Background: an optimization exercise with open tools, aiming at small area, a short achievable clock period and few clock cycles per item. Do not read the settings as production practice.
Function was checked by simulation only, so behaviour that the tests miss may differ from the original.

==> flow/design.v, too long to show whole: its modules and the start of the top module <==
// module servo_loop: 413 lines
// module servo_mac_c: 784 lines
// module servo_mac_p: 3029 lines
// module servo_mul16: 685 lines
module servo_loop (
    input  wire         clk,
    input  wire         rst,
    input  wire         in_valid,
    output wire         in_ready,
    input  wire         fb_ok,
    input  wire [31:0]  posa,
    input  wire [31:0]  vel_fb,
    input  wire [31:0]  qref,
    input  wire [31:0]  vref,
    input  wire [15:0]  tff,
    input  wire         en,
    input  wire [14:0]  safe_lim,
    input  wire         pv2,
    input  wire [3:0]   shp,
    input  wire [3:0]   shv,
    input  wire [15:0]  kp,
    input  wire [3:0]   kp_e,
    input  wire [15:0]  kv,
    input  wire [3:0]   kv_e,
    input  wire [15:0]  ki,
    input  wire [3:0]   ki_e,
    input  wire [14:0]  ilim,
    input  wire [14:0]  trq_lim,
    input  wire [1:0]   ff_mode,
    input  wire [319:0] bq_coef,
    output reg          out_valid,
    output reg  [15:0]  trq,
    output reg  [15:0]  tlim,
    output reg          sat,
    output reg          clamped
);
  // ...
==> flow/run.sh <==
#!/bin/bash
# synth_recipe.tcl (not shown) runs the flow's synth.tcl, then flattens the netlist and writes it again
# the make line also repeats each setting of config.mk as NAME=value (left out here)
make -C /OpenROAD-flow-scripts/flow DESIGN_CONFIG=/design/flow/config.mk WORK_HOME=/design/flow/orfs CLKGATE_MAP_FILE= SYNTH_SCRIPT=/design/flow/synth_recipe.tcl finish
==> flow/config.mk <==
export PLATFORM = sky130hd
export DESIGN_NAME = servo_loop
export DESIGN_NICKNAME = servo_loop
export VERILOG_FILES = /design/flow/design.v
export SDC_FILE = /design/flow/constraint.sdc
export NUM_CORES = 4
export LEC_CHECK = 0
export ABC_AREA = 1
export CAP_MARGIN = 20
export CORE_MARGIN = 2
export CORE_UTILIZATION = 60
export PLACE_DENSITY = 0.7
export SLEW_MARGIN = 20
==> flow/constraint.sdc <==
create_clock -name core_clock -period 17.0 [get_ports {clk}]
set_input_delay 3.4000 -clock core_clock [delete_from_list [all_inputs] [get_ports {clk}]]
set_output_delay 3.4000 -clock core_clock [all_outputs]
set_load 0.01 [all_outputs]
==> run_results.csv, run 1 <==
group,metric,value,unit
route,routed_via_density,5.65,
synthesis,synth-compound-area-share,0.105,
synthesis,synth_edf_count,392,
route,top_layer_used,"met5",
final_layout,fill_cells,21200,
worst_setup_path,crit_path_max_incr_delay,1.05,ns
final_layout,drive_gt1_frac,0.0331,
route,wl_met3,56.3,mm
placed_design,routabilityCongestion,1.05,
synthesis,async_reset_ff_frac,0,
route,firstDrtPassIters,16,
global_routing,grt_start_max_net_pins,130,
placed_design,dpl-instance-area,149000,um^2
floorplanning,dieArea,239000,um^2
final_layout,final_util,0.660,
final_layout,final_common_cell,"nand2_1",
sta,relSlewSlack,0.0885,
final_layout,clock_cell_area_share,0.0346,
global_routing,grt_pass1_vias,124000,
clock_network,cts.sinks,1388,
worst_setup_path,timing.critical_path.buf_inv,8,
global_routing,use_met2,0.651,
sta,setup_ws,7.86,ns
synthesis,syn_nets,22300,
route,drcViolationCount,0,
outcome,status,"timing/DRC/antenna clean",
global_routing,top_usage_layer,"met2",
sta,fin_crit_sh,0.538,
sta,slew_violations,0,
final_layout,multi_input_area_share,0.583,
worst_setup_path,reg2reg_depth,27,
final_layout,layout.cells.non_filler,22800,
final_layout,bufAreaShareNonClock,0.0496,
synthesis,syn_inst,19400,
Testbench counts, summed over its fixed seeds: cycles 30,123, items 9,600.
==> module servo_loop, before the edit <==
module servo_loop (
    input  wire         clk,
    input  wire         rst,
    input  wire         in_valid,
    output wire         in_ready,
    input  wire         fb_ok,
    input  wire [31:0]  posa,
    input  wire [31:0]  vel_fb,
    input  wire [31:0]  qref,
    input  wire [31:0]  vref,
    input  wire [15:0]  tff,
    input  wire         en,
    input  wire [14:0]  safe_lim,
    input  wire         pv2,
    input  wire [3:0]   shp,
    input  wire [3:0]   shv,
    input  wire [15:0]  kp,
    input  wire [3:0]   kp_e,
    input  wire [15:0]  kv,
    input  wire [3:0]   kv_e,
    input  wire [15:0]  ki,
    input  wire [3:0]   ki_e,
    input  wire [14:0]  ilim,
    input  wire [14:0]  trq_lim,
    input  wire [1:0]   ff_mode,
    input  wire [319:0] bq_coef,
    output reg          out_valid,
    output reg  [15:0]  trq,
    output reg  [15:0]  tlim,
    output reg          sat,
    output reg          clamped
);
    function [15:0] sat16;
        input [39:0] v;
        begin
            if ($signed(v) > 40'sd32767)
                sat16 = 16'h7FFF;
            else if ($signed(v) < -40'sd32768)
                sat16 = 16'h8000;
            else
                sat16 = v[15:0];
        end
    endfunction
    function is_sat16;
        input [39:0] v;
        begin
            is_sat16 = ($signed(v) > 40'sd32767) || ($signed(v) < -40'sd32768);
        end
    endfunction
    function [1:0] sgn16;         
        input [15:0] v;
        begin
            if (v == 16'd0)
                sgn16 = 2'b00;
            else if (v[15])
                sgn16 = 2'b11;
            else
                sgn16 = 2'b01;
        end
    endfunction
    integer i;
    reg  [2:0]  since;           
    reg         v2, v3, v4, v5, v6, v7;
    reg  [2:0]  inflight;
    reg         be_busy;         
    reg  [1:0]  be_b;
    reg         o_v;             
    assign in_ready = (since == 3'd4) || (since == 3'd2 && !pv2);
    wire acc_s = in_valid && in_ready;
    wire fresh = acc_s && (inflight == 3'd0);
    reg  [31:0] pl, vl;          
    reg  [39:0] extn;            
    reg  [31:0] pos_pred;        
    reg  [1:0]  miss;            
    reg  [31:0] ic;
    reg         cl_q;            
    reg  [1:0]  tsgn_q;          
    reg  [15:0] bx1 [0:3];
    reg  [15:0] bx2 [0:3];
    reg  [15:0] by1 [0:3];
    reg  [15:0] by2 [0:3];
    reg  [33:0] pr  [0:3];       
    reg  [15:0] kv_r;
    reg  [3:0]  kp_s, kv_s, ki_s;
    reg  [14:0] ilim_r;
    reg         ffm1_r;
    wire [1:0]  miss_inc = (miss == 2'd3) ? 2'd3 : miss + 2'd1;
    wire [31:0] perr_a   = qref - posa;
    wire [31:0] perr_b   = qref - pos_pred;
    wire [31:0] pa_sh    = $signed(perr_a) >>> shp;
    wire [31:0] pb_sh    = $signed(perr_b) >>> shp;
    wire [31:0] va_sh    = $signed(vel_fb) >>> shv;
    wire [31:0] vb_sh    = $signed(vl) >>> shv;
    wire [15:0] ep_a     = sat16({{8{pa_sh[31]}}, pa_sh});
    wire [15:0] ep_b     = sat16({{8{pb_sh[31]}}, pb_sh});
    wire [15:0] vfb_a    = sat16({{8{va_sh[31]}}, va_sh});
    wire [15:0] vfb_b    = sat16({{8{vb_sh[31]}}, vb_sh});
    wire        f1s_a    = is_sat16({{8{pa_sh[31]}}, pa_sh}) || is_sat16({{8{va_sh[31]}}, va_sh});
    wire        f1s_b    = is_sat16({{8{pb_sh[31]}}, pb_sh}) || is_sat16({{8{vb_sh[31]}}, vb_sh});
    wire [31:0] vref_sh  = $signed(vref) >>> shv;
    wire [14:0] lim_eff  = (trq_lim < safe_lim) ? trq_lim : safe_lim;
    reg  [15:0] f1_vfb, f1_vff, f1_tff;
    reg         f1_sat, f1_hold, f1_tffo, f1_en;
    reg  [14:0] f1_lim;
    reg  [15:0] m1_a;            
    reg  [15:0] m1_g;            
    reg  [15:0] m2_a;            
    wire [31:0] m1_p, m2_p;
    servo_mul16 u_m1 (.a0(m1_a), .b0(m1_g), .y(m1_p));
    servo_mul16 u_m2 (.a0(m2_a), .b0(kv_r), .y(m2_p));
    reg  [31:0] s2_pk;
    reg  [15:0] s2_vfb, s2_vff, s2_tff;
    reg         s2_sat, s2_hold, s2_tffo, s2_en;
    reg  [14:0] s2_lim;
    wire [31:0] s3_sh    = $signed(s2_pk) >>> kp_s;
    wire [39:0] vc_sum   = {{24{s2_vff[15]}}, s2_vff} + {{8{s3_sh[31]}}, s3_sh};
    wire        vc_hi    = $signed(vc_sum) > 40'sd32767;
    wire        vc_lo    = $signed(vc_sum) < -40'sd32768;
    wire [39:0] ev_raw   = ({{24{s2_vff[15]}}, s2_vff} - {{24{s2_vfb[15]}}, s2_vfb}) + {{8{s3_sh[31]}}, s3_sh};
    wire [39:0] ev_hi    = 40'sd32767 - {{24{s2_vfb[15]}}, s2_vfb};
    wire [39:0] ev_lo    = -40'sd32768 - {{24{s2_vfb[15]}}, s2_vfb};
    wire [15:0] ev       = vc_hi ? sat16(ev_hi) : vc_lo ? sat16(ev_lo) : sat16(ev_raw);
    wire        ev_sat   = vc_hi ? is_sat16(ev_hi) : vc_lo ? is_sat16(ev_lo) : is_sat16(ev_raw);
    reg  [15:0] s3_tff;
    reg  [1:0]  s3_sev;
    reg         s3_sat, s3_hold, s3_tffo, s3_en;
    reg  [14:0] s3_lim;
    reg  [31:0] s4_pv;
    reg  [15:0] s4_tff;
    reg  [1:0]  s4_sev;
    reg         s4_sat, s4_hold, s4_tffo, s4_en;
    reg  [14:0] s4_lim;
    wire [31:0] s5_sh    = $signed(s4_pv) >>> kv_s;
    reg  [31:0] s5_pi;
    reg  [15:0] s5_tp, s5_tff;
    reg  [1:0]  s5_sev;
    reg         s5_sat, s5_hold, s5_tffo, s5_en;
    reg  [14:0] s5_lim;
    wire [31:0] s6_di    = s5_pi;
    wire [15:0] tff_use  = ffm1_r ? s5_tff : 16'd0;
    wire [32:0] ic_sum   = {ic[31], ic} + {s6_di[31], s6_di};
    wire [32:0] ic_lim   = {2'b00, ilim_r, 16'd0};
    wire [32:0] ic_clmp  = ($signed(ic_sum) > $signed(ic_lim))  ? ic_lim :
                           ($signed(ic_sum) < -$signed(ic_lim)) ? -ic_lim : ic_sum;
    wire        ic_hi    = $signed(ic_sum) > $signed(ic_lim);
    wire        ic_lo    = $signed(ic_sum) < -$signed(ic_lim);
    wire [17:0] tpf      = {{2{s5_tp[15]}}, s5_tp} + {{2{tff_use[15]}}, tff_use};
    wire        c16      = ({1'b0, ic[15:0]} + {1'b0, s6_di[15:0]}) >> 16;
    wire [39:0] xs_sum   = {{22{tpf[17]}}, tpf} + {{24{ic[31]}}, ic[31:16]} + {{24{s6_di[31]}}, s6_di[31:16]} + {39'd0, c16};
    wire [39:0] xh_sum   = {{22{tpf[17]}}, tpf} + {25'd0, ilim_r};
    wire [39:0] xl_sum   = {{22{tpf[17]}}, tpf} - {25'd0, ilim_r};
    wire [15:0] tib      = ic[31:16];
    wire [39:0] xa_sum   = ic_hi ? xh_sum : ic_lo ? xl_sum : xs_sum;
    wire [39:0] xb_sum   = {{22{tpf[17]}}, tpf} + {{24{tib[15]}}, tib};
    reg  [15:0] f6_xa, f6_xb, f6_tff;
    reg  [31:0] f6_ica;
    reg         f6_sata, f6_satb, f6_sat, f6_tffo, f6_en, f6_tgt, f6_tlt;
    reg  [14:0] f6_lim;
    reg         upd_r;           
    reg  [15:0] c_b0;            
    reg  [15:0] c_tff, c_y;
    reg         c_sat, c_tffo, c_en, c_tgt, c_tlt;
    reg  [14:0] c_lim;
    wire        be_start = v7;
    wire [1:0]  cb       = be_start ? 2'd0 : be_b;
    wire [15:0] cx       = be_start ? (upd_r ? f6_xa : f6_xb) : c_y;
    wire [35:0] c_ra, c_rb;
    servo_mac_c u_mc (.a0(c_b0), .b0(cx), .c0(pr[cb]), .ra(c_ra), .rb(c_rb));
    wire [35:0] c_acc    = c_ra + c_rb;
    wire [21:0] c_sh     = c_acc[35:14];
    wire [15:0] c_yn     = sat16({{18{c_sh[21]}}, c_sh});
    wire        c_ysat   = is_sat16({{18{c_sh[21]}}, c_sh});
    wire        c_last   = be_start ? !pv2 : (be_b == 2'd3);
    wire        c_act    = be_start || be_busy;
    wire        y_tffo   = be_start ? f6_tffo : c_tffo;
    wire [15:0] y_tff    = be_start ? f6_tff  : c_tff;
    wire [14:0] y_lim    = be_start ? f6_lim  : c_lim;
    wire        y_en     = be_start ? f6_en   : c_en;
    wire        y_sat    = (be_start ? (f6_sat | (upd_r ? f6_sata : f6_satb)) : c_sat) | c_ysat;
    wire [15:0] x_fin    = y_tffo ? y_tff : c_yn;
    wire [35:0] k_gt     = -({21'd0, y_lim} + 36'd1) << 14;
    wire [35:0] k_lt     = {21'd0, y_lim} << 14;
    wire [35:0] gs_s     = c_ra ^ c_rb ^ k_gt;
    wire [35:0] gs_c     = ((c_ra & c_rb) | (c_ra & k_gt) | (c_rb & k_gt)) << 1;
    wire [35:0] ls_s     = c_ra ^ c_rb ^ k_lt;
    wire [35:0] ls_c     = ((c_ra & c_rb) | (c_ra & k_lt) | (c_rb & k_lt)) << 1;
    wire [35:0] g_t      = gs_s + gs_c;
    wire [35:0] l_t      = ls_s + ls_c;
    wire        pos_ovf  = !c_sh[21] && (c_sh[20:15] != 6'd0);
    wire        acc_gt   = !g_t[35] && !(pos_ovf && (y_lim == 15'h7FFF));
    wire        acc_lt   = l_t[35];
    wire        y_tgt    = be_start ? f6_tgt : c_tgt;
    wire        y_tlt    = be_start ? f6_tlt : c_tlt;
    wire        y_gt     = y_tffo ? y_tgt : acc_gt;
    wire        y_lt     = y_tffo ? y_tlt : acc_lt;
    wire        y_cl     = y_en && (y_gt || y_lt);
    wire [1:0]  y_tsgn   = (!y_en || y_lim == 15'd0) ? 2'b00 : y_gt ? 2'b01 : 2'b11;
    wire        cl_now   = (c_act && c_last) ? y_cl : cl_q;
    wire [1:0]  tsgn_now = (c_act && c_last) ? y_tsgn : tsgn_q;
    wire [1:0]  cb_next  = v6 ? 2'd0 : cb + 2'd1;
    reg  [15:0] o_x;
    reg  [14:0] o_lim;
    reg         o_gt, o_lt, o_en, o_sat;
    reg         p_req;           
    reg  [1:0]  p_b;
    reg  [3:0]  p_fresh;         
    reg  [63:0] p_coef;          
    wire        p_act    = p_req || (p_fresh != 4'd0);
    wire [1:0]  pb       = p_req ? p_b : p_fresh[0] ? 2'd0 :
                           p_fresh[1] ? 2'd1 : p_fresh[2] ? 2'd2 : 2'd3;
    wire [1:0]  pb_next  = c_act ? cb : fresh ? 2'd0 :
                           p_fresh[0] ? 2'd1 : p_fresh[1] ? 2'd2 : 2'd3;
    wire [33:0] p_new;
    reg  [15:0] p_x1, p_x2, p_y1, p_y2;
    reg         p_zero;          
    servo_mac_p u_mp (.a0(p_coef[15:0]),  .b0(p_x1),
                      .a1(p_coef[31:16]), .b1(p_x2),
                      .a2(p_coef[47:32]), .b2(p_y1),
                      .a3(p_coef[63:48]), .b3(p_y2),
                      .y(p_new));
    always @(posedge clk) begin
        c_b0   <= bq_coef[cb_next*80 +: 16];
        p_coef <= bq_coef[pb_next*80 + 16 +: 64];
        kv_r   <= kv;
        kp_s   <= 4'd15 - kp_e;
        kv_s   <= 4'd15 - kv_e;
        ki_s   <= 4'd15 - ki_e;
        ilim_r <= ilim;
        ffm1_r <= ff_mode[1];
        m1_a    <= !acc_s ? m2_a : fb_ok ? ep_a : ep_b;
        m1_g    <= acc_s ? kp : ki;
        f1_tffo <= !fb_ok && (miss_inc == 2'd3);
        f1_hold <= !fb_ok;
        f1_vfb  <= fb_ok ? vfb_a : vfb_b;
        f1_vff  <= ff_mode[0] ? sat16({{8{vref_sh[31]}}, vref_sh}) : 16'd0;
        f1_sat  <= (fb_ok ? f1s_a : f1s_b) ||
                   (ff_mode[0] && is_sat16({{8{vref_sh[31]}}, vref_sh}));
        f1_tff  <= tff;
        f1_en   <= en;
        f1_lim  <= lim_eff;
        s2_pk   <= m1_p;
        s2_vfb  <= f1_vfb;
        s2_vff  <= f1_vff;
        s2_sat  <= f1_sat;
        s2_hold <= f1_hold;
        s2_tffo <= f1_tffo;
        s2_tff  <= f1_tff;
        s2_en   <= f1_en;
        s2_lim  <= f1_lim;
        m2_a    <= ev;
        s3_sev  <= sgn16(ev);
        s3_sat  <= s2_sat | vc_hi | vc_lo | ev_sat;
        s3_hold <= s2_hold;
        s3_tffo <= s2_tffo;
        s3_tff  <= s2_tff;
        s3_en   <= s2_en;
        s3_lim  <= s2_lim;
        s4_pv   <= m2_p;
        s4_sev  <= s3_sev;
        s4_sat  <= s3_sat;
        s4_hold <= s3_hold;
        s4_tffo <= s3_tffo;
        s4_tff  <= s3_tff;
        s4_en   <= s3_en;
        s4_lim  <= s3_lim;
        s5_pi   <= $signed(m1_p) >>> ki_s;
        s5_tp   <= sat16({{8{s5_sh[31]}}, s5_sh});
        s5_sat  <= s4_sat | is_sat16({{8{s5_sh[31]}}, s5_sh});
        s5_sev  <= s4_sev;
        s5_hold <= s4_hold;
        s5_tffo <= s4_tffo;
        s5_tff  <= s4_tff;
        s5_en   <= s4_en;
        s5_lim  <= s4_lim;
        f6_tgt  <= $signed(s5_tff) > $signed({1'b0, s5_lim});
        f6_tlt  <= $signed(s5_tff) < -$signed({1'b0, s5_lim});
        f6_xa   <= sat16(xa_sum);
        f6_xb   <= sat16(xb_sum);
        f6_sata <= is_sat16(xa_sum);
        f6_satb <= is_sat16(xb_sum);
        f6_ica  <= ic_clmp[31:0];
        f6_sat  <= s5_sat;
        f6_tffo <= s5_tffo;
        f6_tff  <= s5_tff;
        f6_en   <= s5_en;
        f6_lim  <= s5_lim;
        upd_r   <= !s5_hold && !(cl_now && (s5_sev == tsgn_now));
        if (be_start) begin
            c_tff  <= f6_tff;
            c_tffo <= f6_tffo;
            c_en   <= f6_en;
            c_lim  <= f6_lim;
            c_tgt  <= f6_tgt;
            c_tlt  <= f6_tlt;
        end
        c_y   <= c_yn;
        c_sat <= y_sat;
        p_b    <= cb;
        p_x1   <= c_act ? cx : bx1[pb_next];
        p_x2   <= c_act ? bx1[pb_next] : bx2[pb_next];
        p_y1   <= c_act ? c_yn : by1[pb_next];
        p_y2   <= c_act ? by1[pb_next] : by2[pb_next];
        p_zero <= c_act && !y_en;
        o_x   <= x_fin;
        o_lim <= y_lim;
        o_gt  <= y_gt;
        o_lt  <= y_lt;
        o_en  <= y_en;
        o_sat <= y_sat;
        sat   <= o_sat;
        if (o_en) begin
            trq     <= o_gt ? {1'b0, o_lim} : o_lt ? -{1'b0, o_lim} : o_x;
            tlim    <= {1'b0, o_lim};
            clamped <= o_gt | o_lt;
        end else begin
            trq     <= 16'd0;
            tlim    <= 16'd0;
            clamped <= 1'b0;
        end
    end
    always @(posedge clk) begin
        if (rst) begin
            since     <= 3'd4;
            v2        <= 1'b0;
            v3        <= 1'b0;
            v4        <= 1'b0;
            v5        <= 1'b0;
            v6        <= 1'b0;
            v7        <= 1'b0;
            inflight  <= 3'd0;
            be_busy   <= 1'b0;
            be_b      <= 2'd0;
            o_v       <= 1'b0;
            out_valid <= 1'b0;
            pl        <= 32'd0;
            vl        <= 32'd0;
            extn      <= 40'd0;
            pos_pred  <= 32'd0;
            miss      <= 2'd0;
            ic        <= 32'd0;
            cl_q      <= 1'b0;
            tsgn_q    <= 2'b00;
            p_fresh   <= 4'd0;
            p_req     <= 1'b0;
            for (i = 0; i < 4; i = i + 1) begin
                bx1[i] <= 16'd0;
                bx2[i] <= 16'd0;
                by1[i] <= 16'd0;
                by2[i] <= 16'd0;
                pr[i]  <= 34'd0;
            end
        end else begin
            v2 <= acc_s;
            v3 <= v2;
            v4 <= v3;
            v5 <= v4;
            v6 <= v5;
            v7 <= v6;
            inflight <= inflight + (acc_s ? 3'd1 : 3'd0) - (o_v ? 3'd1 : 3'd0);
            pos_pred <= pl + extn[39:8];
            if (acc_s) begin
                since <= 3'd1;
                if (fb_ok) begin
                    miss <= 2'd0;
                    pl   <= posa;
                    vl   <= vel_fb;
                    extn <= {{8{vel_fb[31]}}, vel_fb};
                end else begin
                    miss <= miss_inc;
                    extn <= extn + {{8{vl[31]}}, vl};
                end
            end else if (since != 3'd4) begin
                since <= since + 3'd1;
            end
            if (c_act) begin
                bx2[cb] <= bx1[cb];
                bx1[cb] <= cx;
                by2[cb] <= by1[cb];
                by1[cb] <= c_yn;
                if (be_start) begin
                    if (!f6_en)
                        ic <= 32'd0;
                    else if (upd_r)
                        ic <= f6_ica;
                end
                be_b    <= cb + 2'd1;
                be_busy <= !c_last;
            end
            o_v <= c_act && c_last;
            out_valid <= o_v;
            if (c_act && c_last) begin
                cl_q   <= y_cl;
                tsgn_q <= y_tsgn;
                if (!y_en) begin
                    for (i = 0; i < 4; i = i + 1) begin
                        bx1[i] <= 16'd0;
                        bx2[i] <= 16'd0;
                        by1[i] <= 16'd0;
                        by2[i] <= 16'd0;
                    end
                end
            end
            p_fresh <= fresh ? 4'b0001 : {p_fresh[2:0], 1'b0};
            p_req   <= c_act;
            if (p_act)
                pr[pb] <= p_zero ? 34'd0 : p_new;
            if (c_act && c_last && !y_en) begin
                for (i = 0; i < 4; i = i + 1)
                    pr[i] <= 34'd0;
            end
        end
    end
endmodule
==> run 2, diff against run 1 <==
--- a/flow/design.v
+++ b/flow/design.v
@@ -60,7 +60,7 @@
     endfunction
     integer i;
     reg  [2:0]  since;           
-    reg         v2, v3, v4, v5, v6, v7;
+    reg         v1, v2, v3, v4, v5, v6, v7;
     reg  [2:0]  inflight;
     reg         be_busy;         
     reg  [1:0]  be_b;
@@ -85,19 +85,17 @@
     reg  [14:0] ilim_r;
     reg         ffm1_r;
     wire [1:0]  miss_inc = (miss == 2'd3) ? 2'd3 : miss + 2'd1;
-    wire [31:0] perr_a   = qref - posa;
-    wire [31:0] perr_b   = qref - pos_pred;
-    wire [31:0] pa_sh    = $signed(perr_a) >>> shp;
-    wire [31:0] pb_sh    = $signed(perr_b) >>> shp;
-    wire [31:0] va_sh    = $signed(vel_fb) >>> shv;
-    wire [31:0] vb_sh    = $signed(vl) >>> shv;
-    wire [15:0] ep_a     = sat16({{8{pa_sh[31]}}, pa_sh});
-    wire [15:0] ep_b     = sat16({{8{pb_sh[31]}}, pb_sh});
-    wire [15:0] vfb_a    = sat16({{8{va_sh[31]}}, va_sh});
-    wire [15:0] vfb_b    = sat16({{8{vb_sh[31]}}, vb_sh});
-    wire        f1s_a    = is_sat16({{8{pa_sh[31]}}, pa_sh}) || is_sat16({{8{va_sh[31]}}, va_sh});
-    wire        f1s_b    = is_sat16({{8{pb_sh[31]}}, pb_sh}) || is_sat16({{8{vb_sh[31]}}, vb_sh});
-    wire [31:0] vref_sh  = $signed(vref) >>> shv;
+    reg         s_fb_ok, s_en;
+    reg  [31:0] s_posa, s_vel, s_qref, s_vref;
+    reg  [15:0] s_tff;
+    reg  [14:0] s_lim;
+    wire [31:0] perr_a   = s_qref - s_posa;
+    wire [31:0] perr_b   = s_qref - pos_pred;
+    wire [31:0] perr     = s_fb_ok ? perr_a : perr_b;
+    wire [31:0] vel_now  = s_fb_ok ? s_vel : vl;
+    wire [31:0] perr_sh  = $signed(perr) >>> shp;
+    wire [31:0] vel_sh   = $signed(vel_now) >>> shv;
+    wire [31:0] vref_sh  = $signed(s_vref) >>> shv;
     wire [14:0] lim_eff  = (trq_lim < safe_lim) ? trq_lim : safe_lim;
     reg  [15:0] f1_vfb, f1_vff, f1_tff;
     reg         f1_sat, f1_hold, f1_tffo, f1_en;
@@ -227,17 +225,26 @@
         ki_s   <= 4'd15 - ki_e;
         ilim_r <= ilim;
         ffm1_r <= ff_mode[1];
-        m1_a    <= !acc_s ? m2_a : fb_ok ? ep_a : ep_b;
-        m1_g    <= acc_s ? kp : ki;
-        f1_tffo <= !fb_ok && (miss_inc == 2'd3);
-        f1_hold <= !fb_ok;
-        f1_vfb  <= fb_ok ? vfb_a : vfb_b;
+        s_fb_ok <= fb_ok;
+        s_en    <= en;
+        s_posa  <= posa;
+        s_vel   <= vel_fb;
+        s_qref  <= qref;
+        s_vref  <= vref;
+        s_tff   <= tff;
+        s_lim   <= lim_eff;
+        m1_a    <= v1 ? sat16({{8{perr_sh[31]}}, perr_sh}) : m2_a;
+        m1_g    <= v1 ? kp : ki;
+        f1_tffo <= !s_fb_ok && (miss_inc == 2'd3);
+        f1_hold <= !s_fb_ok;
+        f1_vfb  <= sat16({{8{vel_sh[31]}}, vel_sh});
         f1_vff  <= ff_mode[0] ? sat16({{8{vref_sh[31]}}, vref_sh}) : 16'd0;
-        f1_sat  <= (fb_ok ? f1s_a : f1s_b) ||
+        f1_sat  <= is_sat16({{8{perr_sh[31]}}, perr_sh}) ||
+                   is_sat16({{8{vel_sh[31]}}, vel_sh}) ||
                    (ff_mode[0] && is_sat16({{8{vref_sh[31]}}, vref_sh}));
-        f1_tff  <= tff;
-        f1_en   <= en;
-        f1_lim  <= lim_eff;
+        f1_tff  <= s_tff;
+        f1_en   <= s_en;
+        f1_lim  <= s_lim;
         s2_pk   <= m1_p;
         s2_vfb  <= f1_vfb;
         s2_vff  <= f1_vff;
@@ -321,6 +328,7 @@
     always @(posedge clk) begin
         if (rst) begin
             since     <= 3'd4;
+            v1        <= 1'b0;
             v2        <= 1'b0;
             v3        <= 1'b0;
             v4        <= 1'b0;
@@ -350,7 +358,8 @@
                 pr[i]  <= 34'd0;
             end
         end else begin
-            v2 <= acc_s;
+            v1 <= acc_s;
+            v2 <= v1;
             v3 <= v2;
             v4 <= v3;
             v5 <= v4;
@@ -358,19 +367,20 @@
             v7 <= v6;
             inflight <= inflight + (acc_s ? 3'd1 : 3'd0) - (o_v ? 3'd1 : 3'd0);
             pos_pred <= pl + extn[39:8];
-            if (acc_s) begin
+            if (acc_s)
                 since <= 3'd1;
-                if (fb_ok) begin
+            else if (since != 3'd4)
+                since <= since + 3'd1;
+            if (v1) begin
+                if (s_fb_ok) begin
                     miss <= 2'd0;
-                    pl   <= posa;
-                    vl   <= vel_fb;
-                    extn <= {{8{vel_fb[31]}}, vel_fb};
+                    pl   <= s_posa;
+                    vl   <= s_vel;
+                    extn <= {{8{s_vel[31]}}, s_vel};
                 end else begin
                     miss <= miss_inc;
                     extn <= extn + {{8{vl[31]}}, vl};
                 end
-            end else if (since != 3'd4) begin
-                since <= since + 3'd1;
             end
             if (c_act) begin
                 bx2[cb] <= bx1[cb];
==> run_results.csv, run 2 <==
group,metric,value,unit
synthesis,syn_nets,21500,
min_path,hold_class,"flip-flop to flip-flop",
sta,setup_ws,8.07,ns
route,firstDrtPassIters,7,
clock_network,clk_pin_slew,0.07,ns
worst_setup_path,cp-start-kind,"flip-flop",
sta,hold_viol,0,
floorplanning,dieArea,237000,um^2
synthesis,yosys-top-cells-area,"fa_1 24%, dfxtp_1 17%, nand2_1 12%",
sta,setup_tns,0,ns
final_layout,synthToLayoutAreaGrowth,10.1,%
route,wire_per_inst,22.8,um
final_layout,largest_reg_flops,136,
clock_network,ctsResizeCount,0,
global_routing,grt_start_max_net_pins,132,
worst_setup_path,worst_setup_path_end_kind,"flip-flop",
synthesis,synth_top_cell_by_area,"fa_1",
placed_design,routabilityCongestion,1.08,
clock_network,cts_buffers,168,
worst_setup_path,critical_path_arrival,9.49,ns
global_routing,grt_pass1_vias,120000,
sta,worst_slew_pin_slew,1.27,ns
synthesis,synth_area,140000,um^2
synthesis,synth_warnings,1,
sta,rsz0062_at_grt,"no",
route,drcViolationCount,0,
clock_network,clockBufferDepth,3,
synthesis,async_reset_ff_frac,0,
final_layout,fin_area,154000,um^2
synthesis,ys_top_cells_by_count,"4489 x nand2_1, 3901 x inv_1, 1665 x fa_1",
clock_network,clock_latency,0.90,ns
global_routing,grt_usage,0.420,
worst_setup_path,cpMostUsedCell,"nand2_1",
synthesis,ys.flop_type,"dfxtp_1",
synthesis,syn_inst,18600,
floorplanning,coreArea,232000,um^2
worst_setup_path,critPathMaxFanout,50,
final_layout,nets,21600,
placed_design,post-place-ws,8.29,ns
route,routed_wl,500,mm
clock_network,tritoncts,"built",
sta,fin_crit_sh,0.525,
route,routed_via_density,5.65,
worst_setup_path,crit_type,"flip-flop to flip-flop",
final_layout,final_cell_mix,"4478 x nand2_1, 3897 x inv_1, 1665 x fa_1",
global_routing,grt_pass1_wl,743,mm
final_layout,final_common_cell,"nand2_1",
clock_network,cts_setup_buffers,0,
final_layout,largest_register,"pr",
floorplanning,ios,621,
floorplanning,initial_core_util,0.602,
synthesis,ys_ff_latch,1550,
route,ant_nets,0,
global_routing,overflow,0,
clock_network,cts.sinks,1550,
sta,finalCriticalPeriod,8.93,ns
route,drt_iter0_drc,13000,
floorplanning,fp.dieW,487,um
worst_setup_path,crit_path_max_incr_delay,0.74,ns
worst_setup_path,slowest_stage,"nand2_1",
synthesis,synth.most_common_cell,"nand2_1",
clock_network,cts.htree.levels,4,
synthesis,synth_edf_count,392,
placed_design,hpwl,388,mm
synthesis,synth_top_area_share,0.238,
sta,relSlewSlack,0.147,
final_layout,drive_gt1_frac,0.0327,
synthesis,synth_cell_types,75,
floorplanning,core.rowCount,177,
sta,setup_viol,0,
synthesis,synth-seq-area-share,0.250,
job,maxCapViolCount,0,
sta,fin_hold_ws,0.310,ns
global_routing,antenna_found_initial,71,
route,vias,124000,
clock_network,ctsRootBufferMaster,"clkbuf_16",
sta,slew_violations,0,
floorplanning,die_y,487,um
clock_network,hold_buffers,0,
synthesis,post_synth.cell_area_avg,7.51,um^2
worst_setup_path,required,17.56,ns
placed_design,port_buffers,619,
sta,max_freq,112,MHz
placed_design,dpl-instance-area,148000,um^2
sta,skew,0.0723,ns
outcome,status,"timing/DRC/antenna clean",
-- run 2: changes by cell type after synthesis, moves of 32 or more --
cell     change
nand2_1    -343
inv_1      -210
dfxtp_1    +162
nand3_1    -153
o21ai_0    -117
nor2_1      +64
xor2_1      -36
a21oi_1     -32
-- run 2: layout make-up --
cell class | instances | area (um^2)
Sequential cell | 1550 | 35000
Clock buffer | 210 | 4570
Antenna cell | 45 | 113
Clock inverter | 98 | 1360
Inverter | 3941 | 14800
Fill cell | 20500 | 78100
Timing Repair Buffer | 795 | 7550
Tap cell | 3043 | 3810
Multi-Input combinational cell | 12300 | 86800
-- run 2: metal layers --
layer  up-vias  part of all wire  global-route usage  wire length, um
li1      57000                 -                   -                -
met1     58600              0.36               0.509           181000
met2      6682              0.44               0.646           221000
met3      1614              0.11               0.121            56200
met4        44             0.085               0.295            42600
met5         -           0.00090             0.00572              450
-- run 2: cells by family after synthesis --
group	after synthesis	synth area share
simple gates	7144	0.205
buf+inv	4826	0.130
compound gates	2483	0.0989
fa+ha+maj	2299	0.295
flops	1550	0.250
xor+xnor	231	0.0145
mux	94	0.00673
other cells	1	0.0000268
-- run 2: final timing paths --
path                                start        end  slack (ns)  cells after the start
worst max-delay path                   v7  by1[2][7]        8.07                     29
worst min-delay path            s4_sev[0]  s5_sev[0]        0.31                      0
worst max register to register         v7  by1[2][7]        8.07                     29
worst min register to register  s4_sev[0]  s5_sev[0]        0.31                      0
-- run 2: metrics by stage --
stage | util | instances
after floorplan | - | 18600
after global placement | 0.637 | 21600
after detailed placement | 0.637 | 21600
after CTS | 0.662 | 21900
after global routing | 0.663 | 21900
final | 0.663 | 21900
-- run 2: worst max-delay path, delay by kind of cell (launching register included) --
family	cells	cell delay, ns
adder cells (fa/ha/maj)	7	3.17
AND/OR/NAND/NOR	14	2.84
buffers and inverters	5	1.43
flip-flops	1	0.56
AO/OA/AOI/OAI	3	0.53
Testbench counts of run 2, summed over its fixed seeds: cycles 30,219, items 9,600.

## afterwards: timing with drivers on the ports
No port has a modelled driver above. Below, the same layouts with a new extraction and two added sets of constraints. Step 1 assumes that a clkbuf_16 drives the clock port and a buf_2 every other input. Step 2 moves the port delays by t, midway between the first and last clock arrival at a register: inputs arrive t later, outputs are due t later. That takes back most of the time a late clock gives input paths. Slacks: ideal ports / drivers / drivers and shift; pairs: ideal ports / drivers.
run	t, ns	setup WS [ns]	worst hold slack (ns)	worst slew at a driven data input, ns
run 1	0.922	7.858 / 7.858 / 7.858	0.311 / 0.311 / 0.311	0.29
run 2	0.952	8.072 / 8.072 / 8.072	0.310 / 0.310 / 0.310	0.30
After both steps every run listed still meets setup and hold.
